Context: an optimization exercise on an open-source flow, tuned for small area. The choices shown serve that exercise and are no tape-out recipe. RTL that was checked went through simulation tests only; none was proved equivalent to the original. Only the layout flow was run in run 3; the RTL was not checked for function there. Power figures rest on the tool's default switching activity, not on a simulated workload.

==> flow/design.v <==
module mx_unpack (
    input  wire [511:0] in_data,
    output reg  [7:0]   emax8,
    output wire [9:0]   om
);
    reg [31:0] alive;
    reg [31:0] bits;
    reg        any;
    reg [9:0]  o;
    integer b, k;
    always @(*) begin
        alive = {32{1'b1}};
        for (b = 7; b >= 0; b = b - 1) begin
            for (k = 0; k < 32; k = k + 1) bits[k] = in_data[16*k + 7 + b];
            any = |(alive & bits);
            emax8[b] = any;
            if (any) alive = alive & bits;
        end
        o = 10'd0;
        for (k = 0; k < 32; k = k + 1) o = o | in_data[16*k +: 10];
    end
    assign om = o;
endmodule
module mx_quant (
    input  wire [15:0] d,
    input  wire        fp16,
    input  wire [9:0]  cc,       
    input  wire        nan,      
    input  wire [2:0]  mq,       
    input  wire [2:0]  sm2,      
    input  wire [2:0]  sm,       
    input  wire        f_int,
    input  wire        f_e4m3,
    input  wire        f_e5m2,
    input  wire        f_fp6,
    input  wire        f_fp4,
    input  wire        f_fp8,
    output wire [7:0]  el,
    output wire        sat
);
    wire s = d[15] & ~nan;
    wire h = (|d[14:10]) | (~fp16 & (|d[9:7]));
    wire [10:0] sig = {fp16 & h, fp16 & d[9], fp16 & d[8], fp16 ? d[7] : h, d[6:0]};
    wire z8 = ~|sig[10:3];
    wire [10:0] n1 = {sig[10:8] | ({3{z8}} & sig[2:0]), sig[7:3], sig[2:0] & {3{~z8}}};
    wire z4 = ~|n1[10:7];
    wire [10:0] n2 = {n1[10:7] | ({4{z4}} & n1[6:3]), z4 ? n1[2:0] : n1[6:4], n1[3:0] & {4{~z4}}};
    wire z2 = ~|n2[10:9];
    wire [10:0] n3 = {n2[10:9] | ({2{z2}} & n2[8:7]), z2 ? n2[6:0] : n2[8:2], n2[1:0] & {2{~z2}}};
    wire z1 = ~n3[10];
    wire [10:0] nn = {n3[10] | n3[9], z1 ? n3[8:0] : n3[9:1], n3[0] & ~z1};
    wire [3:0] shn = {z8, z4, z2, z1};
    wire nz = nn[10];
    wire [7:0] e8 = fp16 ? {3'b000, d[14:10]} : d[14:7];
    wire [9:0] esub = (fp16 ? 10'd1 : 10'd4) - {6'b0, shn};
    wire [9:0] ein = {2'b0, e8} | (esub & {10{~h}});
    wire [9:0] ef = ein - cc;
    wire neg = ef[9];
    wire normal = nz & ~nan & ~neg & (|ef[8:0]);
    wire [9:0] nef = ~ef;
    wire flush = nan | ~nz | (neg & ((|nef[8:3]) | (nef[2:0] >= mq)));
    wire [2:0] ssub = sm2 + nef[2:0];
    wire [2:0] sa = flush ? 3'd7 : (normal ? sm : ssub);
    wire [4:0] eh = normal ? ef[4:0] : {4'b0000, nz};
    wire [14:0] v = {eh, nn[9:0]};
    wire [10:0] y0 = v[14:4];
    wire g0 = v[3];
    wire t0 = |v[2:0];
    wire [10:0] y1 = sa[2] ? {4'd0, y0[10:4]} : y0;
    wire g1 = sa[2] ? y0[3] : g0;
    wire t1 = sa[2] ? (|y0[2:0] | g0 | t0) : t0;
    wire [10:0] y2 = sa[1] ? {2'd0, y1[10:2]} : y1;
    wire g2 = sa[1] ? y1[1] : g1;
    wire t2 = sa[1] ? (y1[0] | g1 | t1) : t1;
    wire [7:0] cp = sa[0] ? y2[8:1] : y2[7:0];
    wire g3 = sa[0] ? y2[0] : g2;
    wire t3 = sa[0] ? (g2 | t2) : t2;
    wire guard = ~flush & g3;
    wire rnd = guard & (t3 | cp[0]);
    wire top_e4m3 = &cp[6:1];
    wire top_e5m2 = &cp[6:3] & &cp[1:0];
    wire top_fp6  = &cp[4:0];
    wire top_fp4  = &cp[2:0];
    wire top_int  = &cp[6:0];
    assign sat = (f_e4m3 & top_e4m3 & (cp[0] | rnd))
               | (rnd & ((f_e5m2 & top_e5m2) | (f_fp6 & top_fp6) | (f_fp4 & top_fp4) | (f_int & top_int)));
    wire rnd_e = rnd & ~sat;
    wire sn = s & f_int;
    wire [7:0] x = cp ^ {8{sn}};
    wire [7:0] code = x + {7'd0, rnd_e ^ sn};
    wire [7:0] code_f = {code[7:1], code[0] & ~(f_e4m3 & sat)};
    assign el = code_f | {f_fp8 & s, 1'b0, f_fp6 & s, 1'b0, f_fp4 & s, 3'b000};
endmodule
module mx_caster (
    input  wire         clk,
    input  wire         rst,
    input  wire         in_valid,
    input  wire [3:0]   fmt,
    input  wire         src_fp16,
    input  wire [511:0] in_data,
    output reg          out_valid,
    output reg  [7:0]   out_scale,
    output reg  [255:0] out_elems,
    output reg  [5:0]   out_sat
);
    wire f_e4m3 = (fmt == 4'd5);
    wire f_e5m2 = (fmt == 4'd6);
    wire f_e2m3 = (fmt == 4'd7);
    wire f_e3m2 = (fmt == 4'd8);
    wire f_e2m1 = (fmt == 4'd9);
    wire f_int  = (fmt == 4'd10);
    wire f_fp8  = f_e4m3 | f_e5m2;
    wire f_fp6  = f_e2m3 | f_e3m2;
    wire f_fp4  = f_e2m1;
    reg [4:0] topef;      
    reg [3:0] emax;
    reg [2:0] sm;         
    always @(*) begin
        topef = 5'd15; emax = 4'd8; sm = 3'd3;
        if (f_e5m2) begin topef = 5'd30; emax = 4'd15; sm = 3'd4; end
        if (f_e2m3) begin topef = 5'd3;  emax = 4'd2;  sm = 3'd3; end
        if (f_e3m2) begin topef = 5'd7;  emax = 4'd4;  sm = 3'd4; end
        if (f_e2m1) begin topef = 5'd3;  emax = 4'd2;  sm = 3'd5; end
        if (f_int)  begin topef = 5'd1;  emax = 4'd0;  sm = 3'd0; end
    end
    wire [7:0] emax8;
    wire [9:0] om;
    mx_unpack u_red (.in_data(in_data), .emax8(emax8), .om(om));
    wire fp16 = src_fp16;
    wire [7:0] traw = fp16 ? {3'd0, emax8[7:3]} : emax8;
    wire nan = fp16 ? (&emax8[7:3]) : (&emax8);
    wire [9:0] omf = fp16 ? om : {3'd0, om[6:0]};
    reg [3:0] ol;
    integer k;
    always @(*) begin
        ol = 4'd0;
        for (k = 0; k < 10; k = k + 1) if (omf[k]) ol = k[3:0];
    end
    wire zero = (traw == 8'd0) & ~|omf;
    wire signed [9:0] tv = fp16 ? ($signed({6'd0, ol}) - 10'sd9) : ($signed({6'd0, ol}) - 10'sd6);
    wire signed [9:0] t  = (traw != 8'd0) ? $signed({2'd0, traw}) : tv;
    wire signed [9:0] te = t - $signed({6'd0, emax});
    wire signed [9:0] tc = (~fp16 & te[9]) ? $signed({6'd0, emax}) : t;
    wire [7:0] scale_f = (fp16 ? te + 10'sd112 : (te[9] ? 10'sd0 : te));
    wire [7:0] scale = zero ? 8'd0 : scale_f;
    wire [9:0] cc = tc - $signed({5'd0, topef});
    wire [2:0] mq = f_int ? 3'd6 : (3'd6 - sm);
    wire [255:0] elems;
    wire [31:0]  sats;
    genvar gi;
    generate
        for (gi = 0; gi < 32; gi = gi + 1) begin : g_el
            mx_quant u_q (
                .d(in_data[16*gi +: 16]), .fp16(fp16), .cc(cc), .nan(nan),
                .mq(mq), .sm(sm), .sm2(sm + 3'd2),
                .f_int(f_int), .f_e4m3(f_e4m3), .f_e5m2(f_e5m2),
                .f_fp6(f_fp6), .f_fp4(f_fp4), .f_fp8(f_fp8),
                .el(elems[8*gi +: 8]), .sat(sats[gi]));
        end
    endgenerate
    reg [5:0] nsat;
    always @(*) begin
        nsat = 6'd0;
        for (k = 0; k < 32; k = k + 1) nsat = nsat + {5'd0, sats[k]};
    end
    always @(posedge clk) begin
        if (rst) out_valid <= 1'b0;
        else     out_valid <= in_valid;
    end
    always @(posedge clk) begin
        out_scale <= nan ? 8'hFF : scale;
        out_elems <= elems;
        out_sat   <= nan ? 6'd32 : nsat;
    end
endmodule
==> flow/flow/run.sh <==
#!/bin/bash
# Own layout flow: the standard layout (standard.sh), with these changes.
#  - Synthesis is the standard synthesis script (synth_recipe.tcl and ORFS's
#    synth.tcl) with another ABC script, without the Kogge-Stone carry mapping
#    and with ADDER_MAP_FILE empty (no adder cells placed before ABC). It runs
#    once for each flow/abc_*.script, in parallel, and the netlist with the
#    smallest cell area goes on to the layout (SYNTH_NETLIST_FILES).
#  - Ports are buffered with sky130_fd_sc_hd__buf_1.
# Each tool's output goes to a log in this folder: own/<script>/..., own/*.log,
# flow.log and orfs/logs.
set -euo pipefail
W=$(pwd)
F=${FLOW_HOME:-/OpenROAD-flow-scripts/flow}
mkdir -p "$W/own"
pids=()
names=()
for s in "$W"/flow/abc_*.script; do
  n=$(basename "$s" .script)
  names+=("$n")
  sed -e "s#^source \$::env(SCRIPTS_DIR)/synth_preamble.tcl\$#&\nset abc_args [list -script $s {*}\$lib_args {*}\$lib_dont_use_args]#" \
      -e 's#"-extra-map $::env(FLOW_HOME)/platforms/common/lcu_kogge_stone.v"#""#' \
      "$F/scripts/synth.tcl" > "$W/own/core_$n.tcl"
  grep -q "$s" "$W/own/core_$n.tcl"
  if grep -q lcu_kogge_stone "$W/own/core_$n.tcl"; then echo "patch failed" >&2; exit 1; fi
  sed -e "s#\$::env(SCRIPTS_DIR)/synth.tcl#$W/own/core_$n.tcl#" "$W/synth_recipe.tcl" > "$W/own/synth_$n.tcl"
  grep -q "own/core_$n.tcl" "$W/own/synth_$n.tcl"
  make -C "$F" DESIGN_CONFIG="$W/config.mk" WORK_HOME="$W/own/$n" CLKGATE_MAP_FILE= \
      "SYNTH_SCRIPT=$W/own/synth_$n.tcl" "ADDER_MAP_FILE=" synth > "$W/own/$n.log" 2>&1 &
  pids+=($!)
done
for i in "${!pids[@]}"; do
  n=${names[$i]}
  if wait "${pids[$i]}"; then
    st="$W/own/$n/reports/sky130hd/mx_caster/base/synth_stat.txt"
    a=$(grep -E "Chip area for module" "$st" 2>/dev/null | tail -1 | awk '{print $NF}' || true)
    [[ -n "$a" ]] && echo "$n $a" >> "$W/own/areas.txt"
  else
    echo "$n failed" >> "$W/own/failed.txt"
  fi
done
# the smallest netlist, among those within 20% of the median (a guard against
# a script that lost logic)
best=$(awk '{print $2, $1}' "$W/own/areas.txt" | sort -g | awk '{a[NR]=$1; n[NR]=$2} END {m=a[int((NR+1)/2)]; for (i=1;i<=NR;i++) if (a[i] >= 0.8*m) {print n[i]; exit}}')
[[ -n "$best" ]]
echo "best $best" >> "$W/own/best.txt"
cp "$W/own/$best/results/sky130hd/mx_caster/base/1_2_yosys.v" "$W/own/netlist.v"
bash "$W/standard.sh" "SYNTH_NETLIST_FILES=$W/own/netlist.v" \
    "BUFFER_PORTS_ARGS=-buffer_cell sky130_fd_sc_hd__buf_1" finish > "$W/flow.log" 2>&1
==> flow/flow/abc_s1.script <==
strash
&get -n
&fraig -x
&put
scorr
dc2
dretime
strash
&get -n
&dch -f
&nf
&put
==> flow/flow/abc_s10.script <==
strash
&get -n
&fraig -x
&put
scorr
dc2
dretime
strash
&get -n
&dc2
&dch -f
&nf -R 1000
&put
==> flow/flow/abc_s11.script <==
strash
dc2
dc2
&get -n
&dch -f
&nf -R 1000
&put
==> flow/flow/abc_s13.script <==
strash
&get -n
&fraig -x
&put
scorr
dc2
dretime
strash
&get -n
&dch -f
&nf -R 1000
&put
&get -n
&nf -R 1000
&put
==> flow/flow/abc_s14.script <==
strash
&get -n
&fraig -x
&put
scorr
resub -K 8
dc2
dretime
strash
&get -n
&dch -f
&nf -R 1000
&put
==> flow/flow/abc_s4.script <==
strash
&get -n
&fraig -x
&put
scorr
dc2
dretime
strash
&get -n
&dch -f
&nf -R 1000
&put
==> flow/flow/abc_s7.script <==
strash
&get -n
&fraig -x
&put
scorr
dc2
dretime
strash
&get -n
&dch -f
&nf -R 1000
&put
strash
&get -n
&dch -f
&nf -R 1000
&put
==> flow/standard.sh <==
#!/bin/bash
# synth_recipe.tcl (not shown) runs the flow's synth.tcl, then flattens the netlist and writes it again
# the make line also repeats each setting of config.mk as NAME=value (left out here)
make -C /OpenROAD-flow-scripts/flow DESIGN_CONFIG=/design/flow/config.mk WORK_HOME=/design/flow/orfs CLKGATE_MAP_FILE= SYNTH_SCRIPT=/design/flow/synth_recipe.tcl "${@:-finish}"
==> flow/config.mk <==
export PLATFORM = sky130hd
export DESIGN_NAME = mx_caster
export DESIGN_NICKNAME = mx_caster
export VERILOG_FILES = /design/flow/design.v
export SDC_FILE = /design/flow/constraint.sdc
export NUM_CORES = 8
export LEC_CHECK = 0
export CAP_MARGIN = 0
export CORE_MARGIN = 2
export CORE_UTILIZATION = 40
export CTS_BUF_LIST = sky130_fd_sc_hd__clkbuf_4
export GPL_TIMING_DRIVEN = 0
export SLEW_MARGIN = 0
==> flow/constraint.sdc <==
create_clock -name core_clock -period 50.0 [get_ports {clk}]
set_input_delay 10.0000 -clock core_clock [delete_from_list [all_inputs] [get_ports {clk}]]
set_output_delay 10.0000 -clock core_clock [all_outputs]
set_load 0.01 [all_outputs]
==> results of run 1 <==
==> critical path, delay by kind of cell <==
kind / cells / cell delay, ps
AND/OR/NAND/NOR: 41 / 12610
AO/OA/AOI/OAI: 31 / 12080
buffers and inverters: 9 / 3260
adder cells (fa/ha/maj): 7 / 2630
XOR/XNOR: 10 / 2490
multiplexers: 1 / 210
==> state kept, by name, indices dropped and copies added (netlist names) <==
name	count
out_elems	256
out_sat	6
out_scale	8
out_valid	1
==> layout make-up <==
cell class	instances	area, sq um	area share (%)
inverter	273	1030	1.59
clock inverter	28	199	0.306
tap	1876	2350	3.62
antenna	67	168	0.258
clock buffer	103	773	1.19
timing repair buffer	893	4850	7.48
sequential	271	5430	8.36
multi-input combinational	7782	50100	77.2
==> through the flow <==
step	setup slack, ps	area (sq um)	setup TNS, ps	total power, uW	hold WS (ps)
finish	7460	64900	0	2950	9130
global route	6760	64900	0	3170	9100
CTS	9210	64700	0	2900	9000
detailed placement	8130	63700	0	2660	10160
global placement	-23360	61600	-5111750	2620	10160
floorplan	11790	56300	0	2040	10070
==> worst paths after layout <==
path,startpoint,end,slack (ps),cells past startpoint
worst max-delay path,in_data[270],out_sat[4]$_SDFF_PP0_,7460,99
worst min-delay path,rst,out_valid$_SDFF_PP0_,9130,2
==> metal layers <==
metal	vias up	share of wire (%)	track usage (%)
met4	82	7.3	26.3
li1	32900	-	-
met2	3905	41	58.4
met3	920	12	12.0
met1	33000	39	49.0
met5	-	0.18	0
==> placed cells by master (no fill, tap or decap), drive strengths merged, types with 25 or more instances in the layout <==
master	instances
a211o	25
a211oi	62
a21boi	119
a21o	45
a21oi	788
a221oi	77
a22o	26
a22oi	101
a2bb2oi	39
a31oi	67
and2	92
and3	61
and4	38
buf	890
clkbuf	106
clkinv	297
dfxtp	271
diode	67
maj3	222
mux2	94
mux2i	514
nand2	973
nand2b	92
nand3	135
nand4	139
nor2	869
nor2b	146
nor3	234
nor4	166
o211ai	49
o21a	81
o21ai	734
o22ai	111
o31ai	75
or2	71
or3	83
xnor2	896
xor2	323
==> power by group through the flow <==
stage                     Clock, uW  Sequential [uW]  Combinational [uW]
after floorplan                   0              362                1680
after global placement            0              333                2290
after detailed placement          0              332                2320
after CTS                       235              329                2340
after global routing            244              334                2590
final                           227              329                2390
==> flow_summary.ini, run 1 <==
[status]
run_status = finished with violations
layout.failed_checks = max-capacitance violations, max-slew violations

[placed_design]
io_buffers = 790
place_hpwl_um = 243000
place_inst = 11100
gp_routability_congestion = 1.01

[power_and_ir_drop]
switching_share_pct = 55.5
vdd_drop_max_uv = 29.1
power.leakage_uw = 0.0225
pwr-share-seq_pct = 11.2
powerDensity_mw_per_mm2 = 45.4
total_switching_power_uw = 1640
clock_power_share_pct = 7.7
intPower_uw = 1310
combinationalPowerShare_pct = 81.1

[drt]
drt-wirelength-per-cell_um = 26.5
drt_pass_1_iters = 8
route.antenna.remaining_nets = 0
number_of_design_rule_violations_left_by_the_first_detailed_router_iteration = 7786
route.detailed.vias_per_inst = 6.28
routed_wirelength_um = 300000
vias = 70900
post-route-drc-count = 0

[timing]
period_minus_slack_ps = 42540
min_period_over_period_pct = 85.1
max_slew_margin_pct = -19.7
finalMaxSlewViolations = 6
achievable-frequency_mhz = 23.5
final-hold-violation-count = 0
max_slew.worst_pin.slew_ps = 1780
timing.final.setup_violations = 0
rsz_0062_raised_after_global_routing = no

[floorplanning]
die_width_um = 379
die_height_um = 379
core_area_sq_mm = 0.140
i_o_pin_count = 791
placementRows = 137
dieArea_sq_mm = 0.144
floorplan.initialDensity_pct = 40.3

[grt]
grt_first_pass_wirelength_um = 421000
via_count_of_the_first_global_routing_pass = 63200
initial_antenna_violation_count = 101
grt_start_max_net_pins = 90
track_usage_pct = 39.4
global_route.overflow_total = 0

[clock_network]
total_number_of_h_tree_levels = 3
cts.hold.buffers_added = 0
clockBufferDepth = 3
cts_setup_buffers = 0
clkSlewWorstSetupHoldPaths_ps = 80
tritoncts.num_buffers = 77
post_cts.resized_instances = 0
cts_sinks = 271
clock-root-buffer = sky130_fd_sc_hd__clkbuf_4
tritoncts = built

[finish]
final_layout_size_suffix_gt1_share_pct = 2.87
finish.cell_count_without_fillers = 11300
final_core_util_pct = 46.5
area_growth_pct = 15.4
nets = 9818
fill_cells = 14900

[synth]
synthCells = 8326
warning_count_from_the_yosys_run = 0
postSynthAreaPerCell_sq_um = 6.76
synth_nets = 8846
cell_area_synth_sq_mm = 0.0563

[worst_setup_path]
setup.worst_path.end_class = flop
crit_path_max_fanout = 41
cp-start-kind = input port
cp_common_cell = sky130_fd_sc_hd__xnor2_1
cpPeakStageDelay_ps = 1110
crit_path_top_delay_cell = sky130_fd_sc_hd__a211oi_1
timing.critical_path.arrival_ps = 43520
path_class = in -> reg
cp.required_ps = 50980

[worst_hold_path]
hold_class = in -> reg

[flow_run]
cap_viol_max_count = 3
==> run 2, diff against run 1 <==
--- a/flow/design.v
+++ b/flow/design.v
@@ -25,7 +25,6 @@
     input  wire [15:0] d,
     input  wire        fp16,
     input  wire [9:0]  cc,       
-    input  wire        nan,      
     input  wire [2:0]  mq,       
     input  wire [2:0]  sm2,      
     input  wire [2:0]  sm,       
@@ -38,7 +37,7 @@
     output wire [7:0]  el,
     output wire        sat
 );
-    wire s = d[15] & ~nan;
+    wire s = d[15];
     wire h = (|d[14:10]) | (~fp16 & (|d[9:7]));
     wire [10:0] sig = {fp16 & h, fp16 & d[9], fp16 & d[8], fp16 ? d[7] : h, d[6:0]};
     wire z8 = ~|sig[10:3];
@@ -56,9 +55,9 @@
     wire [9:0] ein = {2'b0, e8} | (esub & {10{~h}});
     wire [9:0] ef = ein - cc;
     wire neg = ef[9];
-    wire normal = nz & ~nan & ~neg & (|ef[8:0]);
+    wire normal = nz & ~neg & (|ef[8:0]);
     wire [9:0] nef = ~ef;
-    wire flush = nan | ~nz | (neg & ((|nef[8:3]) | (nef[2:0] >= mq)));
+    wire flush = neg & ((|nef[8:3]) | (nef[2:0] >= mq));
     wire [2:0] ssub = sm2 + nef[2:0];
     wire [2:0] sa = flush ? 3'd7 : (normal ? sm : ssub);
     wire [4:0] eh = normal ? ef[4:0] : {4'b0000, nz};
@@ -77,15 +76,11 @@
     wire t3 = sa[0] ? (g2 | t2) : t2;
     wire guard = ~flush & g3;
     wire rnd = guard & (t3 | cp[0]);
-    wire top_e4m3 = &cp[6:1];
-    wire top_e5m2 = &cp[6:3] & &cp[1:0];
-    wire top_fp6  = &cp[4:0];
-    wire top_fp4  = &cp[2:0];
-    wire top_int  = &cp[6:0];
-    assign sat = (f_e4m3 & top_e4m3 & (cp[0] | rnd))
-               | (rnd & ((f_e5m2 & top_e5m2) | (f_fp6 & top_fp6) | (f_fp4 & top_fp4) | (f_int & top_int)));
+    wire [6:0] smask = f_e4m3 ? 7'h7E : f_e5m2 ? 7'h7B : f_fp6 ? 7'h1F : f_fp4 ? 7'h07 : 7'h7F;
+    wire atmax = &(cp[6:0] | ~smask);
+    assign sat = atmax & (rnd | (f_e4m3 & cp[0]));
     wire rnd_e = rnd & ~sat;
-    wire sn = s & f_int;
+    wire sn = s & f_int;    
     wire [7:0] x = cp ^ {8{sn}};
     wire [7:0] code = x + {7'd0, rnd_e ^ sn};
     wire [7:0] code_f = {code[7:1], code[0] & ~(f_e4m3 & sat)};
@@ -143,7 +138,7 @@
     wire signed [9:0] tc = (~fp16 & te[9]) ? $signed({6'd0, emax}) : t;
     wire [7:0] scale_f = (fp16 ? te + 10'sd112 : (te[9] ? 10'sd0 : te));
     wire [7:0] scale = zero ? 8'd0 : scale_f;
-    wire [9:0] cc = tc - $signed({5'd0, topef});
+    wire [9:0] cc = nan ? 10'd300 : (tc - $signed({5'd0, topef}));
     wire [2:0] mq = f_int ? 3'd6 : (3'd6 - sm);
     wire [255:0] elems;
     wire [31:0]  sats;
@@ -151,10 +146,10 @@
     generate
         for (gi = 0; gi < 32; gi = gi + 1) begin : g_el
             mx_quant u_q (
-                .d(in_data[16*gi +: 16]), .fp16(fp16), .cc(cc), .nan(nan),
+                .d(in_data[16*gi +: 16]), .fp16(fp16), .cc(cc),
                 .mq(mq), .sm(sm), .sm2(sm + 3'd2),
-                .f_int(f_int), .f_e4m3(f_e4m3), .f_e5m2(f_e5m2),
-                .f_fp6(f_fp6), .f_fp4(f_fp4), .f_fp8(f_fp8),
+                .f_int(f_int & ~nan), .f_e4m3(f_e4m3), .f_e5m2(f_e5m2),
+                .f_fp6(f_fp6 & ~nan), .f_fp4(f_fp4 & ~nan), .f_fp8(f_fp8 & ~nan),
                 .el(elems[8*gi +: 8]), .sat(sats[gi]));
         end
     endgenerate
==> flow/flow/abc_s18.script (new file) <==
strash
&get -n
&fraig -x
&put
scorr
dc2
dretime
strash
dch -f
amap
topo
==> flow/flow/abc_s19.script (new file) <==
strash
&get -n
&fraig -x
&put
scorr
dc2
dretime
strash
&get -n
&dch -f
&nf -R 1000
&put
strash
dch -f
amap
topo
==> flow/flow/abc_s22.script (new file) <==
strash
&get -n
&fraig -x
&put
scorr
dc2
dretime
strash
dch -f
amap -F 4 -A 8
topo
==> flow/flow/abc_s24.script (new file) <==
strash
&get -n
&fraig -x
&put
scorr
dc2
dretime
strash
dch -f
amap -m
topo
==> flow/flow/abc_s25.script (new file) <==
strash
&get -n
&fraig -x
&put
scorr
dc2
dretime
strash
dch -f
amap
strash
dch -f
amap
topo
==> flow/flow/abc_s26.script (new file) <==
strash
dch -f
amap
topo
==> flow/flow/abc_s27.script (new file) <==
strash
&get -n
&fraig -x
&put
scorr
dc2
dc2
dretime
strash
dch -f
amap -F 2 -A 8
topo
==> flow/flow/abc_s29.script (new file) <==
strash
&get -n
&fraig -x
&put
scorr
dc2
dretime
strash
dch -f
amap -C 2000 -A 8
topo
==> flow/config.mk (replaced) <==
export PLATFORM = sky130hd
export DESIGN_NAME = mx_caster
export DESIGN_NICKNAME = mx_caster
export VERILOG_FILES = /design/flow/design.v
export SDC_FILE = /design/flow/constraint.sdc
export NUM_CORES = 8
export LEC_CHECK = 0
export CAP_MARGIN = 20
export CORE_MARGIN = 2
export CORE_UTILIZATION = 40
export CTS_BUF_LIST = sky130_fd_sc_hd__clkbuf_4
export SLEW_MARGIN = 20
removed: flow/flow/abc_s1.script
removed: flow/flow/abc_s10.script
removed: flow/flow/abc_s11.script
removed: flow/flow/abc_s13.script
removed: flow/flow/abc_s14.script
removed: flow/flow/abc_s4.script
removed: flow/flow/abc_s7.script
==> flow_summary.ini, run 2 <==
[status]
run_status = finished clean

[floorplanning]
i_o_pin_count = 791
dieArea_sq_mm = 0.131
core_area_sq_mm = 0.127
placementRows = 131
die_width_um = 361
die_height_um = 361
floorplan.initialDensity_pct = 40.2

[power_and_ir_drop]
vdd_drop_max_uv = 28.1
p_total_uw = 2390
power.leakage_uw = 0.0186
powerDensity_mw_per_mm2 = 40.7

[drt]
number_of_design_rule_violations_left_by_the_first_detailed_router_iteration = 11200
drt-wirelength-per-cell_um = 26.9
vias = 79500
post-route-drc-count = 0
drt_pass_1_iters = 9
routed_wirelength_um = 325000
route.detailed.vias_per_inst = 6.60
route.antenna.remaining_nets = 0

[timing]
timing.setup.tns_ps = 0
timing.final.setup_violations = 0
finalMaxSlewViolations = 0
finalHoldWorstSlack_ps = 9100
timing.final.ws_setup_ps = 8380
min_period_over_period_pct = 83.2
max_slew_margin_pct = 16.5
achievable-frequency_mhz = 24.0
period_minus_slack_ps = 41620
max_slew.worst_pin.slew_ps = 1220
final-hold-violation-count = 0
rsz_0062_raised_after_global_routing = no

[worst_hold_path]
worst_hold_path.num_cells = 2
worstHoldStart = rst
min_delay_worst_endpoint = out_valid$_SDFF_PP0_
hold_class = in -> reg

[finish]
final_layout_size_suffix_gt1_share_pct = 3.15
largest_registers = out_elems x256, out_scale x8, out_sat x6
nets = 10800
finish.instance_area_sq_mm = 0.0587
commonest_non_fill_non_tap_cell_in_the_layout = sky130_fd_sc_hd__nor2_1
fill_cells = 14100
area_growth_pct = 14.8
registers.top_by_ff_count = out_elems
final_cell_mix = sky130_fd_sc_hd__nor2_1 (1851), sky130_fd_sc_hd__o21ai_0 (1240), sky130_fd_sc_hd__clkinv_1 (1120)
largest_register_ff_count = 256

[worst_setup_path]
crit_path_max_fanout = 37
path_class = in -> reg
cpPeakStageDelay_ps = 940
cp-start-kind = input port
cp.required_ps = 50970
crit_path_top_delay_cell = sky130_fd_sc_hd__o21ai_0
timing.critical_path.arrival_ps = 42590
setup.worst_path.end_class = flop
cp_common_cell = sky130_fd_sc_hd__nor2_1
worst-path-buf-inv = 16
crit_family = compound AO/OA/AOI/OAI gates

[clock_network]
tritoncts.num_buffers = 79
post_cts.resized_instances = 0
tritoncts = built
cts_sinks = 271
clockBufferDepth = 3
clkSlewWorstSetupHoldPaths_ps = 60
cts_setup_buffers = 0
cts.hold.buffers_added = 0
total_number_of_h_tree_levels = 3
clock-root-buffer = sky130_fd_sc_hd__clkbuf_4

[synth]
warning_count_from_the_yosys_run = 0
postSynthAreaPerCell_sq_um = 5.51
cell_area_synth_sq_mm = 0.0511
synth_nets = 9796
synthCells = 9276

[flow_run]
cap_viol_max_count = 0

[placed_design]
io_buffers = 790
dpl-instance-area_sq_mm = 0.0575
place_hpwl_um = 266000
dpl_worst_slack_ps = 9050
gp_routability_congestion = 1.10

[grt]
track_usage_pct = 46.6
via_count_of_the_first_global_routing_pass = 68900
grt_first_pass_wirelength_um = 455000
initial_antenna_violation_count = 57
grt_start_max_net_pins = 116
global_route.overflow_total = 0
## run 2: cell count changes in the layout (fill, tap and decap cells not counted), sizes merged, moves of 77 or more
| cell | before | now |
|---|---|---|
| nor2 | 869 | 1862 |
| o22ai | 111 | 1061 |
| xnor2 | 896 | 3 |
| clkinv | 297 | 1135 |
| mux2i | 514 | 0 |
| o21ai | 734 | 1247 |
| xor2 | 323 | 1 |
| a21oi | 788 | 1024 |
| maj3 | 222 | 0 |
| nand2 | 973 | 819 |
| a21boi | 119 | 3 |
| mux2 | 94 | 0 |
| o22a | 6 | 86 |
| or3 | 83 | 6 |
## run 2: layout make-up
cell class | count | area, sq um | share of cell area, %
clock buffers | 105 | 788 | 1.34
repair buffers | 940 | 4120 | 7.01
diodes | 33 | 82.6 | 0.141
multi-input cells | 7887 | 41800 | 71.2
inverters | 1118 | 4210 | 7.17
flip-flops and latches | 271 | 5430 | 9.25
well taps | 1662 | 2080 | 3.54
clock inverters | 29 | 190 | 0.324
## run 2: how the worst max path moves through the flow
stage                       from                    end  depth (start not counted)
global route        in_data[286]  out_sat[4]$_SDFF_PP0_                        128
detailed placement  in_data[286]  out_sat[4]$_SDFF_PP0_                        127
global placement    in_data[286]  out_sat[5]$_SDFF_PP1_                        124
CTS                 in_data[286]  out_sat[4]$_SDFF_PP0_                        125
finish              in_data[286]  out_sat[4]$_SDFF_PP0_                        121
floorplan           in_data[286]  out_sat[4]$_SDFF_PP0_                        117
## run 2: metal layers
metal	global-route usage, %	vias up	part of all wire [%]
met3	11.7	1182	13
met4	34.2	46	8.8
met1	58.0	36100	38
met2	69.6	5024	41
met5	0	-	0.088
li1	-	37100	-
## run 2: metrics by stage
| stage | cells | util [%] |
|---|---|---|
| 3_3_place_gp | 11900 | 45.2 |
| 2_1_floorplan | 9276 | - |
| 4_1_cts | 12000 | 46.0 |
| 5_1_grt | 12000 | 46.1 |
| 3_5_place_dp | 11900 | 45.2 |
| 6_report | 12000 | 46.1 |
## run 2: where the power goes
group          internal, uW  total (uW)  switching (uW)
sequential              288         309            21.4
combinational           561        1860            1290
clock                   108         224             116
==> run 3, diff against run 2 <==
--- a/flow/design.v
+++ b/flow/design.v
@@ -52,7 +52,7 @@
     wire nz = nn[10];
     wire [7:0] e8 = fp16 ? {3'b000, d[14:10]} : d[14:7];
     wire [9:0] esub = (fp16 ? 10'd1 : 10'd4) - {6'b0, shn};
-    wire [9:0] ein = {2'b0, e8} | (esub & {10{~h}});
+    wire [9:0] ein = {2'b0, e8} | {esub[9:1], esub[0] & ~h};
     wire [9:0] ef = ein - cc;
     wire neg = ef[9];
     wire normal = nz & ~neg & (|ef[8:0]);
--- a/flow/flow/run.sh
+++ b/flow/flow/run.sh
@@ -12,12 +12,19 @@
 W=$(pwd)
 F=${FLOW_HOME:-/OpenROAD-flow-scripts/flow}
 mkdir -p "$W/own"
+# weaker cells of the same area as a stronger one of their family: ABC maps
+# to the stronger one instead, so that fewer nets need buffers later
+WEAK=""
+for c in a21bo_1 a21boi_0 a31o_1 and2_0 and4bb_1 inv_1 mux2_1 o211a_1 o21ai_0 \
+         o21ba_1 o221a_1 o311ai_0 or2_0 or2_1 or3b_1 or4b_1; do
+  WEAK="$WEAK -dont_use sky130_fd_sc_hd__$c"
+done
 pids=()
 names=()
 for s in "$W"/flow/abc_*.script; do
   n=$(basename "$s" .script)
   names+=("$n")
-  sed -e "s#^source \$::env(SCRIPTS_DIR)/synth_preamble.tcl\$#&\nset abc_args [list -script $s {*}\$lib_args {*}\$lib_dont_use_args]#" \
+  sed -e "s#^source \$::env(SCRIPTS_DIR)/synth_preamble.tcl\$#&\nset abc_args [list -script $s {*}\$lib_args {*}\$lib_dont_use_args $WEAK]#" \
       -e 's#"-extra-map $::env(FLOW_HOME)/platforms/common/lcu_kogge_stone.v"#""#' \
       "$F/scripts/synth.tcl" > "$W/own/core_$n.tcl"
   grep -q "$s" "$W/own/core_$n.tcl"
==> flow_summary.ini, run 3 <==
[status]
run_status = finished clean

[synth]
cell_area_synth_sq_mm = 0.0511
synth_nets = 9733
warning_count_from_the_yosys_run = 0
postSynthAreaPerCell_sq_um = 5.54
synthCells = 9213

[timing]
final-hold-violation-count = 0
achievable-frequency_mhz = 26.6
period_minus_slack_ps = 37600
timing.final.setup_violations = 0
finalMaxSlewViolations = 0
min_period_over_period_pct = 75.2
max_slew.worst_pin.slew_ps = 1220
timing.setup.tns_ps = 0
rsz_0062_raised_after_global_routing = no
max_slew_margin_pct = 17.4
finalHoldWorstSlack_ps = 9130

[drt]
vias = 79400
top_layer = met5
routed_wirelength_um = 318000
drt-wirelength-per-cell_um = 26.4
drt_pass_1_iters = 11
dr_wl_met3_um = 44300
route.detailed.vias_per_inst = 6.59
total_met2_wirelength_after_detailed_routing_um = 127000
met1_length_um = 120000
number_of_design_rule_violations_left_by_the_first_detailed_router_iteration = 10400
route.antenna.remaining_nets = 0
post-route-drc-count = 0

[clock_network]
cts_setup_buffers = 0
cts.hold.buffers_added = 0
tritoncts = built
cts_sinks = 271
clockBufferDepth = 3
tritoncts.num_buffers = 77
total_number_of_h_tree_levels = 3
clkSlewWorstSetupHoldPaths_ps = 60
clock-root-buffer = sky130_fd_sc_hd__clkbuf_4
post_cts.resized_instances = 0

[worst_setup_path]
setup.worst_path.end_class = flop
cpPeakStageDelay_ps = 820
crit_path_max_fanout = 53
crit_family = compound AO/OA/AOI/OAI gates
cp.required_ps = 50980
crit_path_top_delay_cell = sky130_fd_sc_hd__a211oi_1
worst-path-buf-inv = 19
timing.critical_path.from = in_data[94]
path_class = in -> reg
timing.critical_path.arrival_ps = 38590
cp-start-kind = input port
cp_common_cell = sky130_fd_sc_hd__nor2_1

[floorplanning]
die_height_um = 361
die_width_um = 361
floorplan.initialDensity_pct = 40.1
core_area_sq_mm = 0.127
placementRows = 131
i_o_pin_count = 791
dieArea_sq_mm = 0.131

[finish]
final_layout_size_suffix_gt1_share_pct = 4.07
largest_registers = out_elems x256, out_scale x8, out_sat x6
final_core_util_pct = 46.4
fill_cells = 14100
registers.top_by_ff_count = out_elems
area_growth_pct = 15.5
commonest_non_fill_non_tap_cell_in_the_layout = sky130_fd_sc_hd__nor2_1
nets = 10800
largest_register_ff_count = 256
finish.instance_area_sq_mm = 0.0590
final_cell_mix = sky130_fd_sc_hd__nor2_1 (1767), sky130_fd_sc_hd__o21ai_1 (1274), sky130_fd_sc_hd__o22ai_1 (1119)

[power_and_ir_drop]
combinationalPowerShare_pct = 78.6
pwr-share-seq_pct = 12.1
total_switching_power_uw = 1540
vdd_drop_max_uv = 29.2
p_total_uw = 2620
clock_power_share_pct = 9.3
powerDensity_mw_per_mm2 = 44.4
intPower_uw = 1070
power.leakage_uw = 0.0192
switching_share_pct = 59.0

[grt]
track_usage_pct = 45.7
via_count_of_the_first_global_routing_pass = 68500
grt_start_max_net_pins = 111
grt_first_pass_wirelength_um = 446000
initial_antenna_violation_count = 92
global_route.overflow_total = 0

[placed_design]
io_buffers = 790
dpl-instance-area_sq_mm = 0.0577
place_hpwl_um = 260000
gp_routability_congestion = 1.13

[flow_run]
cap_viol_max_count = 0

[worst_hold_path]
min_delay_worst_endpoint = out_valid$_SDFF_PP0_
hold_class = in -> reg
worstHoldStart = rst
worst_hold_path.num_cells = 2
[run 3: cell types whose count changed in the layout (fill, tap and decap cells not counted), moves of 52 or more]
cell / change
sky130_fd_sc_hd__or2_2: +69
sky130_fd_sc_hd__nor2_1: -84
sky130_fd_sc_hd__o21ai_1: +1272
sky130_fd_sc_hd__or2_0: -113
sky130_fd_sc_hd__o22ai_1: +58
sky130_fd_sc_hd__a21oi_1: -88
sky130_fd_sc_hd__nand2_1: +58
sky130_fd_sc_hd__and2_1: +52
sky130_fd_sc_hd__o21ai_0: -1240
[run 3: how the worst max path moves through the flow]
| stage | end | cells past startpoint | slack, ps |
|---|---|---|---|
| floorplan | out_sat[4]$_SDFF_PP0_ | 115 | 6590 |
| global placement | out_sat[4]$_SDFF_PP0_ | 129 | 11940 |
| detailed placement | out_sat[4]$_SDFF_PP0_ | 126 | 11850 |
| CTS | out_sat[4]$_SDFF_PP0_ | 127 | 12900 |
| global route | out_sat[4]$_SDFF_PP0_ | 127 | 10070 |
| finish | out_sat[4]$_SDFF_PP0_ | 128 | 12400 |
[run 3: area by class of cell]
type                            instances  area, sq um  share of cell area [%]
Antenna cell                           53          133                   0.225
Timing Repair Buffer                  968         4400                    7.45
Multi-Input combinational cell       7858        41800                    70.8
Inverter                             1084         4080                    6.91
Clock buffer                           98          736                    1.25
Sequential cell                       271         5430                    9.20
Clock inverter                         43          354                   0.600
Tap cell                             1662         2080                    3.53
[run 3: per-stage QoR]
stage	std cells	setup slack (ps)
2_1_floorplan	9213	6590
3_3_place_gp	11800	11940
3_5_place_dp	11800	11850
4_1_cts	12000	12900
5_1_grt	12000	10070
6_report	12000	12400
[run 3: layer usage]
layer	up-vias	track usage (%)
li1	37300	-
met1	35800	56.0
met2	5015	66.1
met3	1155	15.3
met4	74	33.7
met5	-	0
[run 3: power by group through the flow]
stage / clock network [uW] / logic (uW) / registers [uW]
4_1_cts: 250 / 1990 / 317
3_3_place_gp: 0 / 1960 / 320
2_1_floorplan: 0 / 1420 / 357
3_5_place_dp: 0 / 1980 / 321
6_report: 244 / 2060 / 317
5_1_grt: 258 / 2250 / 323
==> run 4, diff against run 3 <==
--- a/flow/design.v
+++ b/flow/design.v
@@ -55,7 +55,7 @@
     wire [9:0] ein = {2'b0, e8} | {esub[9:1], esub[0] & ~h};
     wire [9:0] ef = ein - cc;
     wire neg = ef[9];
-    wire normal = nz & ~neg & (|ef[8:0]);
+    wire normal = nz & ~neg & (|ef[4:0]);    
     wire [9:0] nef = ~ef;
     wire flush = neg & ((|nef[8:3]) | (nef[2:0] >= mq));
     wire [2:0] ssub = sm2 + nef[2:0];
@@ -71,7 +71,7 @@
     wire [10:0] y2 = sa[1] ? {2'd0, y1[10:2]} : y1;
     wire g2 = sa[1] ? y1[1] : g1;
     wire t2 = sa[1] ? (y1[0] | g1 | t1) : t1;
-    wire [7:0] cp = sa[0] ? y2[8:1] : y2[7:0];
+    wire [7:0] cp = {1'b0, sa[0] ? y2[7:1] : y2[6:0]};
     wire g3 = sa[0] ? y2[0] : g2;
     wire t3 = sa[0] ? (g2 | t2) : t2;
     wire guard = ~flush & g3;
==> flow/flow/run.sh (replaced) <==
#!/bin/bash
# Own layout flow: the standard layout (standard.sh) with its standard
# synthesis unchanged; only the port buffers differ (sky130_fd_sc_hd__buf_1).
# Each tool's output goes to flow.log and orfs/logs in this folder.
set -euo pipefail
W=$(pwd)
bash "$W/standard.sh" "BUFFER_PORTS_ARGS=-buffer_cell sky130_fd_sc_hd__buf_1" finish > "$W/flow.log" 2>&1
removed: flow/flow/abc_s18.script
removed: flow/flow/abc_s19.script
removed: flow/flow/abc_s22.script
removed: flow/flow/abc_s24.script
removed: flow/flow/abc_s25.script
removed: flow/flow/abc_s26.script
removed: flow/flow/abc_s27.script
removed: flow/flow/abc_s29.script
==> flow_summary.ini, run 4 <==
[clock_network]
clkSlewWorstSetupHoldPaths_ps = 70
cts.hold.buffers_added = 0
clockBufferDepth = 3
total_number_of_h_tree_levels = 3
clock-root-buffer = sky130_fd_sc_hd__clkbuf_4
tritoncts.num_buffers = 80
post_cts.resized_instances = 0
cts_sinks = 271
tritoncts = built
cts_setup_buffers = 0

[drt]
routed_wirelength_um = 450000
post-route-drc-count = 0
route.antenna.remaining_nets = 0
vias = 93900
drt-wirelength-per-cell_um = 32.0
route.detailed.vias_per_inst = 6.67
number_of_design_rule_violations_left_by_the_first_detailed_router_iteration = 10900
drt_pass_1_iters = 7

[synth]
synth_seq_cells = 271
synthCells = 10700
synth_nets = 11900
ys_seq_area_share_pct = 7.29
post-synth-top-count-cell = sky130_fd_sc_hd__nand2_1
yosys-top-cells-count = sky130_fd_sc_hd__nand2_1 (1186), sky130_fd_sc_hd__nor2_1 (840), sky130_fd_sc_hd__o21ai_0 (685)
synth_enable_flop_cells = 0
synth_async_reset_ratio_pct = 0
synth_cell_type_count = 125
synth_top_cells_by_area = sky130_fd_sc_hd__ha_1 (10%), sky130_fd_sc_hd__mux2i_1 (8.1%), sky130_fd_sc_hd__dfxtp_1 (7.3%)
netlist.top_cell.by_area = sky130_fd_sc_hd__ha_1
postSynthAreaPerCell_sq_um = 6.96
synth.top_cell.area_share_pct = 9.97
warning_count_from_the_yosys_run = 2
yosys_most_used_dff = sky130_fd_sc_hd__dfxtp_1
cell_area_synth_sq_mm = 0.0744

[floorplanning]
i_o_pin_count = 791
core_area_sq_mm = 0.185
die_height_um = 435
placementRows = 158
die_width_um = 435
dieArea_sq_mm = 0.190
floorplan.initialDensity_pct = 40.2

[finish]
registers.top_by_ff_count = out_elems
largest_registers = out_elems x256, out_scale x8, out_sat x6
largest_register_ff_count = 256
area.sequential_sq_mm = 0.00543
multi_input_comb_area_sq_mm = 0.0652
final_cell_mix = sky130_fd_sc_hd__nand2_1 (1182), sky130_fd_sc_hd__nor2_1 (830), sky130_fd_sc_hd__buf_1 (789)
commonest_non_fill_non_tap_cell_in_the_layout = sky130_fd_sc_hd__nand2_1
final_layout_size_suffix_gt1_share_pct = 6.98
fill_cells = 19600
area_growth_pct = 10.9
nets = 12700

[timing]
max_slew_margin_pct = 13.9
period_minus_slack_ps = 33660
max_slew.worst_pin.slew_ps = 1290
finalMaxSlewViolations = 0
timing.final.setup_violations = 0
achievable-frequency_mhz = 29.7
final-hold-violation-count = 0
rsz_0062_raised_after_global_routing = no
timing.final.ws_setup_ps = 16340
timing.setup.tns_ps = 0
min_period_over_period_pct = 67.3

[placed_design]
place_hpwl_um = 364000
io_buffers = 790
gp_routability_congestion = 1.09
dpl_worst_slack_ps = 16160

[flow_run]
cap_viol_max_count = 0

[worst_setup_path]
crit_family = compound AO/OA/AOI/OAI gates
path_class = in -> reg
cp.required_ps = 51060
cpPeakStageDelay_ps = 820
worstSetupPathDepth = 83
setup.worst_path.end_class = flop
worst-path-buf-inv = 15
timing.critical_path.arrival_ps = 34720
cp-start-kind = input port
crit_path_max_fanout = 80
crit_path_top_delay_cell = sky130_fd_sc_hd__a21boi_1

[grt]
grt_first_pass_wirelength_um = 627000
initial_antenna_violation_count = 94
track_usage_pct = 45.1
grt_start_max_net_pins = 81
via_count_of_the_first_global_routing_pass = 86000
global_route.overflow_total = 0

[worst_hold_path]
worst_hold_path.num_cells = 2
hold_class = in -> reg

[power_and_ir_drop]
powerDensity_mw_per_mm2 = 59.2
power.leakage_uw = 0.0339
vdd_drop_max_uv = 43.8

[status]
run_status = finished clean
==> run 4: layout make-up <==
cell class / instances / area share, %
multi-input combinational: 9377 / 78.9
sequential: 271 / 6.57
timing repair buffer: 1092 / 6.36
tap: 2480 / 3.76
inverter: 633 / 2.89
clock buffer: 105 / 0.955
clock inverter: 34 / 0.329
antenna: 71 / 0.215
==> run 4: final timing paths <==
path                                end  slack, ps          from
setup / recovery  out_sat[4]$_SDFF_PP0_      16340  in_data[286]
hold / removal     out_valid$_SDFF_PP0_       9020           rst
==> run 4: routing by layer <==
metal  vias up  GRT usage, %  share of wire (%)
met2      5627          66.8                 42
li1      41600             -                  -
met4        42          38.2                9.6
met5         -             0              0.062
met1     45200          55.4                 39
met3      1331          9.76                9.7
==> run 4: kinds of logic after synthesis <==
group	Yosys count	synth area share, %
buffers and inverters	1051	5.61
muxes	776	10.9
adders and majority gates	684	12.4
and+or+nand+nor	3909	25.6
AOI/OAI and AO/OA	3331	30.2
xor gates and xnor gates	677	7.99
DFF	271	7.29
==> run 4: metrics by stage <==
stage | total power [uW] | instance area [sq um] | utilization [%] | std cells | hold WS (ps)
4_1_cts | 4780 | 82300 | 44.4 | 14000 | 8920
3_3_place_gp | 4460 | 81200 | 43.8 | 13800 | 10150
3_5_place_dp | 4510 | 81200 | 43.9 | 13800 | 10160
6_report | 4890 | 82600 | 44.6 | 14100 | 9020
2_1_floorplan | 3430 | 74400 | - | 10700 | 10070
5_1_grt | 5270 | 82500 | 44.5 | 14000 | 9030
==> run 4: report_power, final <==
part	leakage, uW	internal [uW]	total, uW	switching (uW)
clock network	0.000617	123	243	119
registers	0.00226	321	348	27.8
logic	0.0310	1600	4300	2700
==> run 5, diff against run 4 <==
--- a/flow/design.v
+++ b/flow/design.v
@@ -20,6 +20,58 @@
         for (k = 0; k < 32; k = k + 1) o = o | in_data[16*k +: 10];
     end
     assign om = o;
+endmodule
+module mx_popcount (
+    input  wire [31:0] x,
+    output wire [5:0]  n
+);
+    function [1:0] fa;
+        input a, b, c;
+        fa = {(a & b) | (c & (a ^ b)), a ^ b ^ c};
+    endfunction
+    function [1:0] ha;
+        input a, b;
+        ha = {a & b, a ^ b};
+    endfunction
+    wire [1:0] a0 [0:9];      
+    genvar i;
+    generate
+        for (i = 0; i < 10; i = i + 1) begin : w1
+            assign a0[i] = fa(x[3*i], x[3*i+1], x[3*i+2]);
+        end
+    endgenerate
+    wire [1:0] b0 [0:3];
+    assign b0[0] = fa(a0[0][0], a0[1][0], a0[2][0]);
+    assign b0[1] = fa(a0[3][0], a0[4][0], a0[5][0]);
+    assign b0[2] = fa(a0[6][0], a0[7][0], a0[8][0]);
+    assign b0[3] = fa(a0[9][0], x[30], x[31]);
+    wire [1:0] c0 = fa(b0[0][0], b0[1][0], b0[2][0]);
+    wire [1:0] d0 = ha(c0[0], b0[3][0]);
+    assign n[0] = d0[0];
+    wire [15:0] w2 = {a0[0][1], a0[1][1], a0[2][1], a0[3][1], a0[4][1], a0[5][1], a0[6][1], a0[7][1],
+                      a0[8][1], a0[9][1], b0[0][1], b0[1][1], b0[2][1], b0[3][1], c0[1], d0[1]};
+    wire [1:0] e [0:4];
+    generate
+        for (i = 0; i < 5; i = i + 1) begin : w2a
+            assign e[i] = fa(w2[3*i], w2[3*i+1], w2[3*i+2]);
+        end
+    endgenerate
+    wire [1:0] f0 = fa(e[0][0], e[1][0], e[2][0]);
+    wire [1:0] f1 = fa(e[3][0], e[4][0], w2[15]);
+    wire [1:0] g0 = ha(f0[0], f1[0]);
+    assign n[1] = g0[0];
+    wire [7:0] w4 = {e[0][1], e[1][1], e[2][1], e[3][1], e[4][1], f0[1], f1[1], g0[1]};
+    wire [1:0] h0 = fa(w4[0], w4[1], w4[2]);
+    wire [1:0] h1 = fa(w4[3], w4[4], w4[5]);
+    wire [1:0] h2 = ha(w4[6], w4[7]);
+    wire [1:0] j0 = fa(h0[0], h1[0], h2[0]);
+    assign n[2] = j0[0];
+    wire [1:0] k0 = fa(h0[1], h1[1], h2[1]);
+    wire [1:0] k1 = ha(k0[0], j0[1]);
+    assign n[3] = k1[0];
+    wire [1:0] m0 = ha(k0[1], k1[1]);
+    assign n[4] = m0[0];
+    assign n[5] = m0[1];
 endmodule
 module mx_quant (
     input  wire [15:0] d,
@@ -53,12 +105,27 @@
     wire [7:0] e8 = fp16 ? {3'b000, d[14:10]} : d[14:7];
     wire [9:0] esub = (fp16 ? 10'd1 : 10'd4) - {6'b0, shn};
     wire [9:0] ein = {2'b0, e8} | {esub[9:1], esub[0] & ~h};
-    wire [9:0] ef = ein - cc;
+    wire [9:0] ncc = ~cc;
+    wire [10:0] efc;
+    wire [9:0] ef;
+    assign efc[0] = 1'b1;
+    genvar gk;
+    generate
+        for (gk = 0; gk < 10; gk = gk + 1) begin : g_ef
+            assign ef[gk] = ein[gk] ^ ncc[gk] ^ efc[gk];
+            assign efc[gk+1] = (ein[gk] & ncc[gk]) | (efc[gk] & (ein[gk] ^ ncc[gk]));
+        end
+    endgenerate
     wire neg = ef[9];
     wire normal = nz & ~neg & (|ef[4:0]);    
     wire [9:0] nef = ~ef;
     wire flush = neg & ((|nef[8:3]) | (nef[2:0] >= mq));
-    wire [2:0] ssub = sm2 + nef[2:0];
+    wire [2:0] ssub;
+    assign ssub[0] = sm2[0] ^ nef[0];
+    wire sc1 = sm2[0] & nef[0];
+    assign ssub[1] = sm2[1] ^ nef[1] ^ sc1;
+    wire sc2 = (sm2[1] & nef[1]) | (sc1 & (sm2[1] ^ nef[1]));
+    assign ssub[2] = sm2[2] ^ nef[2] ^ sc2;
     wire [2:0] sa = flush ? 3'd7 : (normal ? sm : ssub);
     wire [4:0] eh = normal ? ef[4:0] : {4'b0000, nz};
     wire [14:0] v = {eh, nn[9:0]};
@@ -82,7 +149,15 @@
     wire rnd_e = rnd & ~sat;
     wire sn = s & f_int;    
     wire [7:0] x = cp ^ {8{sn}};
-    wire [7:0] code = x + {7'd0, rnd_e ^ sn};
+    wire [8:0] ic;
+    wire [7:0] code;
+    assign ic[0] = rnd_e ^ sn;
+    generate
+        for (gk = 0; gk < 8; gk = gk + 1) begin : g_inc
+            assign code[gk] = x[gk] ^ ic[gk];
+            assign ic[gk+1] = x[gk] & ic[gk];
+        end
+    endgenerate
     wire [7:0] code_f = {code[7:1], code[0] & ~(f_e4m3 & sat)};
     assign el = code_f | {f_fp8 & s, 1'b0, f_fp6 & s, 1'b0, f_fp4 & s, 3'b000};
 endmodule
@@ -153,11 +228,8 @@
                 .el(elems[8*gi +: 8]), .sat(sats[gi]));
         end
     endgenerate
-    reg [5:0] nsat;
-    always @(*) begin
-        nsat = 6'd0;
-        for (k = 0; k < 32; k = k + 1) nsat = nsat + {5'd0, sats[k]};
-    end
+    wire [5:0] nsat;
+    mx_popcount u_pc (.x(sats), .n(nsat));
     always @(posedge clk) begin
         if (rst) out_valid <= 1'b0;
         else     out_valid <= in_valid;
==> flow_summary.ini, run 5 <==
[status]
run_status = finished clean

[synth]
yosys-top-cells-count = sky130_fd_sc_hd__nand2_1 (950), sky130_fd_sc_hd__nor2_1 (893), sky130_fd_sc_hd__o21ai_0 (719)
synth_enable_flop_cells = 0
synthCells = 9025
postSynthAreaPerCell_sq_um = 7.06
ys_seq_area_share_pct = 8.52
cell_area_synth_sq_mm = 0.0637
synth_cell_type_count = 104
synth_seq_cells = 271
netlist.top_cell.by_area = sky130_fd_sc_hd__ha_1
post-synth-top-count-cell = sky130_fd_sc_hd__nand2_1
yosys_most_used_dff = sky130_fd_sc_hd__dfxtp_1
warning_count_from_the_yosys_run = 3
synth_nets = 10400
synth_top_cells_by_area = sky130_fd_sc_hd__ha_1 (11%), sky130_fd_sc_hd__dfxtp_1 (8.5%), sky130_fd_sc_hd__fa_1 (7.9%)
synth.top_cell.area_share_pct = 11.0
synth_async_reset_ratio_pct = 0

[flow_run]
cap_viol_max_count = 0

[floorplanning]
i_o_pin_count = 791
floorplan.initialDensity_pct = 40.3
placementRows = 146
die_width_um = 403
core_area_sq_mm = 0.158
die_height_um = 403
dieArea_sq_mm = 0.162

[timing]
max_slew.worst_pin.slew_ps = 1250
timing.final.setup_violations = 0
finalMaxSlewViolations = 0
final-hold-violation-count = 0
min_period_over_period_pct = 74.0
period_minus_slack_ps = 37010
max_slew_margin_pct = 15.9
achievable-frequency_mhz = 27.0
rsz_0062_raised_after_global_routing = no
timing.setup.tns_ps = 0
finalHoldWorstSlack_ps = 8920

[drt]
vias = 76800
drt_pass_1_iters = 7
drt-wirelength-per-cell_um = 29.8
number_of_design_rule_violations_left_by_the_first_detailed_router_iteration = 8709
route.antenna.remaining_nets = 0
post-route-drc-count = 0
routed_wirelength_um = 355000
route.detailed.vias_per_inst = 6.45

[grt]
track_usage_pct = 41.8
initial_antenna_violation_count = 92
global_route.overflow_total = 0
grt_start_max_net_pins = 147
via_count_of_the_first_global_routing_pass = 71100
grt_first_pass_wirelength_um = 499000

[placed_design]
gp_routability_congestion = 1.10
io_buffers = 790
place_hpwl_um = 284000

[worst_setup_path]
crit_path_top_delay_cell = sky130_fd_sc_hd__nor2_4
setup.worst_path.end_class = flop
crit_family = simple AND/OR/NAND/NOR gates
path_class = in -> reg
crit_path_max_fanout = 67
cp-start-kind = input port
cp_common_cell = sky130_fd_sc_hd__fa_1
cp.required_ps = 51110
worst-path-buf-inv = 17
timing.critical_path.arrival_ps = 38120
cpPeakStageDelay_ps = 860

[finish]
final_cell_mix = sky130_fd_sc_hd__nand2_1 (949), sky130_fd_sc_hd__nor2_1 (887), sky130_fd_sc_hd__buf_1 (789)
area_growth_pct = 11.1
nets = 11100
commonest_non_fill_non_tap_cell_in_the_layout = sky130_fd_sc_hd__nand2_1
largest_registers = out_elems x256, out_scale x8, out_sat x6
largest_register_ff_count = 256
registers.top_by_ff_count = out_elems
final_layout_size_suffix_gt1_share_pct = 6.24

[power_and_ir_drop]
powerDensity_mw_per_mm2 = 56.1
power.leakage_uw = 0.0298
vdd_drop_max_uv = 37.9

[clock_network]
cts_sinks = 271
tritoncts = built
cts_setup_buffers = 0
cts.hold.buffers_added = 0
clock-root-buffer = sky130_fd_sc_hd__clkbuf_4
total_number_of_h_tree_levels = 3
clockBufferDepth = 3
post_cts.resized_instances = 0
tritoncts.num_buffers = 77
clkSlewWorstSetupHoldPaths_ps = 60

[worst_hold_path]
hold_class = in -> reg
## run 5: changes by cell type in the layout (fill, tap and decap cells not counted), moves of 52 or more
cell / change
sky130_fd_sc_hd__nor3_1: -201
sky130_fd_sc_hd__nor2_1: +57
sky130_fd_sc_hd__mux2_2: -62
sky130_fd_sc_hd__or3_1: -52
sky130_fd_sc_hd__mux2i_1: -222
sky130_fd_sc_hd__buf_4: -89
sky130_fd_sc_hd__nand4_1: -53
sky130_fd_sc_hd__xnor2_1: -193
sky130_fd_sc_hd__and3_1: -59
sky130_fd_sc_hd__nand2_1: -233
sky130_fd_sc_hd__fa_1: +162
sky130_fd_sc_hd__nand3_1: -95
sky130_fd_sc_hd__o211ai_1: -63
sky130_fd_sc_hd__and2_1: -72
## run 5: per-layer routing
layer | vias to the layer above | routed length, um | GRT usage (%)
li1 | 34400 | - | -
met1 | 36700 | 137000 | 51.3
met2 | 4579 | 148000 | 62.1
met3 | 1140 | 40800 | 12.2
met4 | 76 | 28200 | 30.2
met5 | - | 506 | 0
## run 5: path summary, 6_finish.rpt
check | startpoint | end | cells past startpoint
worst min-delay path | rst | out_valid$_SDFF_PP0_ | 2
worst max-delay path | in_data[190] | out_sat[5]$_SDFF_PP1_ | 90
## run 5: where the power goes
| part | switching, uW | internal, uW |
|---|---|---|
| Sequential | 26.3 | 326 |
| Clock | 115 | 112 |
| Combinational | 2090 | 1300 |
| Total | 2230 | 1730 |
## run 5: area by class of cell
type                            instances  area [sq um]
Timing Repair Buffer                 1003          4620
Sequential cell                       271          5430
Multi-Input combinational cell       7761         54600
Clock inverter                         26           198
Antenna cell                           52           130
Inverter                              626          2360
Clock buffer                          105           788
Fill cell                           16700         87400
Tap cell                             2072          2590
## run 5: logic make-up (layout without fill, tap and decap cells)
logic type,Yosys count,in the layout,synth area share [%]
simple gates,3108,3108,23.0
compound gates,2879,2879,29.1
buf+inv,993,1760,6.14
fa+ha+maj,811,811,18.9
xor+xnor,497,497,6.86
mux,466,466,7.51
flops,271,271,8.52
other cells,0,52,0
## run 5: metrics by stage
step / instance area [sq um] / total power, uW / setup WS, ps / utilization (%) / std cells
after floorplan: 63700 / 2770 / 19640 / - / 9025
after global placement: 69600 / 3630 / 12720 / 44.0 / 11700
after detailed placement: 69600 / 3650 / 12420 / 44.0 / 11700
after CTS: 70600 / 3910 / 13740 / 44.6 / 11900
after global routing: 70700 / 4340 / 12110 / 44.7 / 11900
final: 70800 / 3970 / 12990 / 44.7 / 11900
==> run 6, diff against run 5 <==
==> flow/flow/run.sh (replaced) <==
#!/bin/bash
# Own layout flow: the standard layout (standard.sh), with these changes.
#  - Synthesis is the standard synthesis script (synth_recipe.tcl and ORFS's
#    synth.tcl) with another ABC script, without the Kogge-Stone carry mapping
#    and with ADDER_MAP_FILE empty (no adder cells placed before ABC). It runs
#    once for each flow/abc_*.script, in parallel, and the netlist with the
#    smallest cell area goes on to the layout (SYNTH_NETLIST_FILES).
#  - Ports are buffered with sky130_fd_sc_hd__buf_1.
# Each tool's output goes to a log in this folder: own/<script>/..., own/*.log,
# flow.log and orfs/logs.
set -euo pipefail
W=$(pwd)
F=${FLOW_HOME:-/OpenROAD-flow-scripts/flow}
mkdir -p "$W/own"
pids=()
names=()
for s in "$W"/flow/abc_*.script; do
  n=$(basename "$s" .script)
  names+=("$n")
  sed -e "s#^source \$::env(SCRIPTS_DIR)/synth_preamble.tcl\$#&\nset abc_args [list -script $s {*}\$lib_args {*}\$lib_dont_use_args]#" \
      -e 's#"-extra-map $::env(FLOW_HOME)/platforms/common/lcu_kogge_stone.v"#""#' \
      "$F/scripts/synth.tcl" > "$W/own/core_$n.tcl"
  grep -q "$s" "$W/own/core_$n.tcl"
  if grep -q lcu_kogge_stone "$W/own/core_$n.tcl"; then echo "patch failed" >&2; exit 1; fi
  sed -e "s#\$::env(SCRIPTS_DIR)/synth.tcl#$W/own/core_$n.tcl#" "$W/synth_recipe.tcl" > "$W/own/synth_$n.tcl"
  grep -q "own/core_$n.tcl" "$W/own/synth_$n.tcl"
  make -C "$F" DESIGN_CONFIG="$W/config.mk" WORK_HOME="$W/own/$n" CLKGATE_MAP_FILE= \
      "SYNTH_SCRIPT=$W/own/synth_$n.tcl" "ADDER_MAP_FILE=" synth > "$W/own/$n.log" 2>&1 &
  pids+=($!)
done
for i in "${!pids[@]}"; do
  n=${names[$i]}
  if wait "${pids[$i]}"; then
    st="$W/own/$n/reports/sky130hd/mx_caster/base/synth_stat.txt"
    a=$(grep -E "Chip area for module" "$st" 2>/dev/null | tail -1 | awk '{print $NF}' || true)
    [[ -n "$a" ]] && echo "$n $a" >> "$W/own/areas.txt"
  else
    echo "$n failed" >> "$W/own/failed.txt"
  fi
done
# the smallest netlist, among those within 20% of the median (a guard against
# a script that lost logic)
best=$(awk '{print $2, $1}' "$W/own/areas.txt" | sort -g | awk '{a[NR]=$1; n[NR]=$2} END {m=a[int((NR+1)/2)]; for (i=1;i<=NR;i++) if (a[i] >= 0.8*m) {print n[i]; exit}}')
[[ -n "$best" ]]
echo "best $best" >> "$W/own/best.txt"
cp "$W/own/$best/results/sky130hd/mx_caster/base/1_2_yosys.v" "$W/own/netlist.v"
bash "$W/standard.sh" "SYNTH_NETLIST_FILES=$W/own/netlist.v" \
    "BUFFER_PORTS_ARGS=-buffer_cell sky130_fd_sc_hd__buf_1" finish > "$W/flow.log" 2>&1
==> flow/flow/abc_d0.script (new file) <==
strash
&get -n
&deepsyn -T 900 -S 3
&put
dch -f
amap
topo
==> flow/flow/abc_d1.script (new file) <==
strash
&get -n
&deepsyn -T 900 -S 2
&put
dch -f
amap
topo
==> flow/flow/abc_d2.script (new file) <==
strash
&get -n
&deepsyn -T 900 -S 7
&put
dch -f
amap
topo
==> flow/flow/abc_d3.script (new file) <==
strash
&get -n
&fraig -x
&put
scorr
dc2
dretime
strash
&get -n
&deepsyn -T 900 -S 5
&put
dch -f
amap
topo
==> flow/flow/abc_d4.script (new file) <==
strash
&get -n
&deepsyn -T 900 -S 11
&put
dch -f
amap
topo
==> flow/flow/abc_s19.script (new file) <==
strash
&get -n
&fraig -x
&put
scorr
dc2
dretime
strash
&get -n
&dch -f
&nf -R 1000
&put
strash
dch -f
amap
topo
==> flow/flow/abc_s25.script (new file) <==
strash
&get -n
&fraig -x
&put
scorr
dc2
dretime
strash
dch -f
amap
strash
dch -f
amap
topo
==> flow/flow/abc_s27.script (new file) <==
strash
&get -n
&fraig -x
&put
scorr
dc2
dc2
dretime
strash
dch -f
amap -F 2 -A 8
topo
--- a/flow/config.mk
+++ b/flow/config.mk
@@ -7,6 +7,6 @@
 export LEC_CHECK = 0
 export CAP_MARGIN = 20
 export CORE_MARGIN = 2
-export CORE_UTILIZATION = 40
+export CORE_UTILIZATION = 50
 export CTS_BUF_LIST = sky130_fd_sc_hd__clkbuf_4
 export SLEW_MARGIN = 20
==> flow_summary.ini, run 6 <==
[drt]
number_of_design_rule_violations_left_by_the_first_detailed_router_iteration = 15800
drt-wirelength-per-cell_um = 29.2
route.detailed.vias_per_inst = 7.30
vias = 82900
route.antenna.remaining_nets = 0
drt_pass_1_iters = 22
post-route-drc-count = 0
routed_wirelength_um = 331000

[timing]
achievable-frequency_mhz = 23.4
timing.final.setup_violations = 0
final-hold-violation-count = 0
min_period_over_period_pct = 85.6
timing.setup.tns_ps = 0
rsz_0062_raised_after_global_routing = no
finalMaxSlewViolations = 0
max_slew.worst_pin.slew_ps = 1360
max_slew_margin_pct = 9.25
period_minus_slack_ps = 42820

[grt]
global_route.overflow_total = 0
grt-busiest-layer = met2
track_usage_pct = 61.3
via_count_of_the_first_global_routing_pass = 72100
groute.layer.met1.usage_pct = 66.8
grt_start_max_net_pins = 83
initial_antenna_violation_count = 109
grt_util_met2_pct = 81.9
met3_usage_pct = 32.8
grt_first_pass_wirelength_um = 464000

[finish]
multi_input_comb_area_sq_mm = 0.0398
nets = 10400
final_core_util_pct = 57.5
area_growth_pct = 14.4
registers.top_by_ff_count = out_elems
final_cell_mix = sky130_fd_sc_hd__nor2_1 (1973), sky130_fd_sc_hd__clkinv_1 (1107), sky130_fd_sc_hd__o21ai_0 (975)
area.sequential_sq_mm = 0.00543
largest_register_ff_count = 256
commonest_non_fill_non_tap_cell_in_the_layout = sky130_fd_sc_hd__nor2_1
final_layout_size_suffix_gt1_share_pct = 2.95
largest_registers = out_elems x256, out_scale x8, out_sat x6
fill_cells = 9720

[clock_network]
tritoncts = built
clock-root-buffer = sky130_fd_sc_hd__clkbuf_4
cts_setup_buffers = 0
cts.hold.buffers_added = 0
clkSlewWorstSetupHoldPaths_ps = 80
clockBufferDepth = 3
total_number_of_h_tree_levels = 3
post_cts.resized_instances = 0
tritoncts.num_buffers = 76
cts_sinks = 271

[synth]
synthCells = 8893
postSynthAreaPerCell_sq_um = 5.53
cell_area_synth_sq_mm = 0.0492
warning_count_from_the_yosys_run = 0
synth_nets = 9413

[worst_setup_path]
cp.required_ps = 50890
timing.critical_path.arrival_ps = 43710
cp-start-kind = input port
cpPeakStageDelay_ps = 1080
crit_path_top_delay_cell = sky130_fd_sc_hd__and2_2
setup.worst_path.end_class = flop
cp_common_cell = sky130_fd_sc_hd__o21ai_0
path_class = in -> reg
crit_path_max_fanout = 53

[floorplanning]
placementRows = 115
die_width_um = 318
i_o_pin_count = 791
die_height_um = 318
dieArea_sq_mm = 0.101
floorplan.initialDensity_pct = 50.2
core_area_sq_mm = 0.0980

[placed_design]
gp_routability_congestion = 1.24
io_buffers = 790
place_hpwl_um = 262000

[power_and_ir_drop]
vdd_drop_max_uv = 44.3
powerDensity_mw_per_mm2 = 57.1
power.leakage_uw = 0.0184

[status]
run_status = finished clean

[worst_hold_path]
hold_class = in -> reg

[flow_run]
cap_viol_max_count = 0
## run 6: cell types whose count changed in the layout (fill, tap and decap cells not counted), moves of 208 or more
cell	change
sky130_fd_sc_hd__clkinv_1	+1063
sky130_fd_sc_hd__xor2_1	-208
sky130_fd_sc_hd__mux2i_1	-379
sky130_fd_sc_hd__o22ai_1	+806
sky130_fd_sc_hd__a21oi_1	+235
sky130_fd_sc_hd__ha_1	-559
sky130_fd_sc_hd__xnor2_1	-287
sky130_fd_sc_hd__inv_1	-578
sky130_fd_sc_hd__o21ai_0	+262
sky130_fd_sc_hd__nor2_1	+1086
sky130_fd_sc_hd__fa_1	-252
## run 6: worst paths after layout
kind | from | endpoint | slack, ps | cells after the start
max | in_data[270] | out_sat[4]$_SDFF_PP0_ | 7180 | 112
min | rst | out_valid$_SDFF_PP0_ | 9090 | 2
## run 6: stage by stage
| stage | setup slack [ps] | hold WS [ps] | total power, uW | cell area (sq um) | cells |
|---|---|---|---|---|---|
| 6_report | 7180 | 9090 | 3220 | 56300 | 11400 |
| 5_1_grt | 6580 | 9110 | 3390 | 56100 | 11300 |
| 4_1_cts | 9850 | 9110 | 3040 | 56000 | 11200 |
| 3_5_place_dp | 8930 | 10160 | 2800 | 55000 | 11100 |
| 3_3_place_gp | 9760 | 10150 | 2730 | 55000 | 11100 |
| 2_1_floorplan | 15490 | 10070 | 2090 | 49200 | 8893 |
## run 6: metal layers
layer	vias up	wire (um)
li1	35600	-
met1	36200	105000
met2	8057	120000
met3	2963	61800
met4	62	44000
met5	-	482
## run 6: report_power, final
group	leakage, uW	internal [uW]	total [uW]	switching [uW]
Sequential	0.00226	320	348	28.1
Combinational	0.0156	790	2630	1840
Clock	0.000598	117	236	119
Total	0.0184	1230	3220	1990
## run 6: worst max-delay path, delay by kind of cell
family	cells	cell delay, ps
and+or+nand+nor	47	11830
AOI/OAI and AO/OA	50	14830
buffers and inverters	15	6740
## run 6: cell type report
cell class	instances	area share [%]
clock inverter	22	0.293
multi-input combinational	7524	70.7
tap	1287	2.86
timing repair buffer	929	7.19
antenna	113	0.502
sequential	271	9.63
inverter	1098	7.33
clock buffer	112	1.49

Setup slack of run 6, layout unchanged: 7.184 ns with ideal ports, 7.242 ns with driving cells assumed (clock clkbuf_16, inputs buf_2), 6.119 ns with port delays also shifted by the 1.123 ns mid clock arrival.
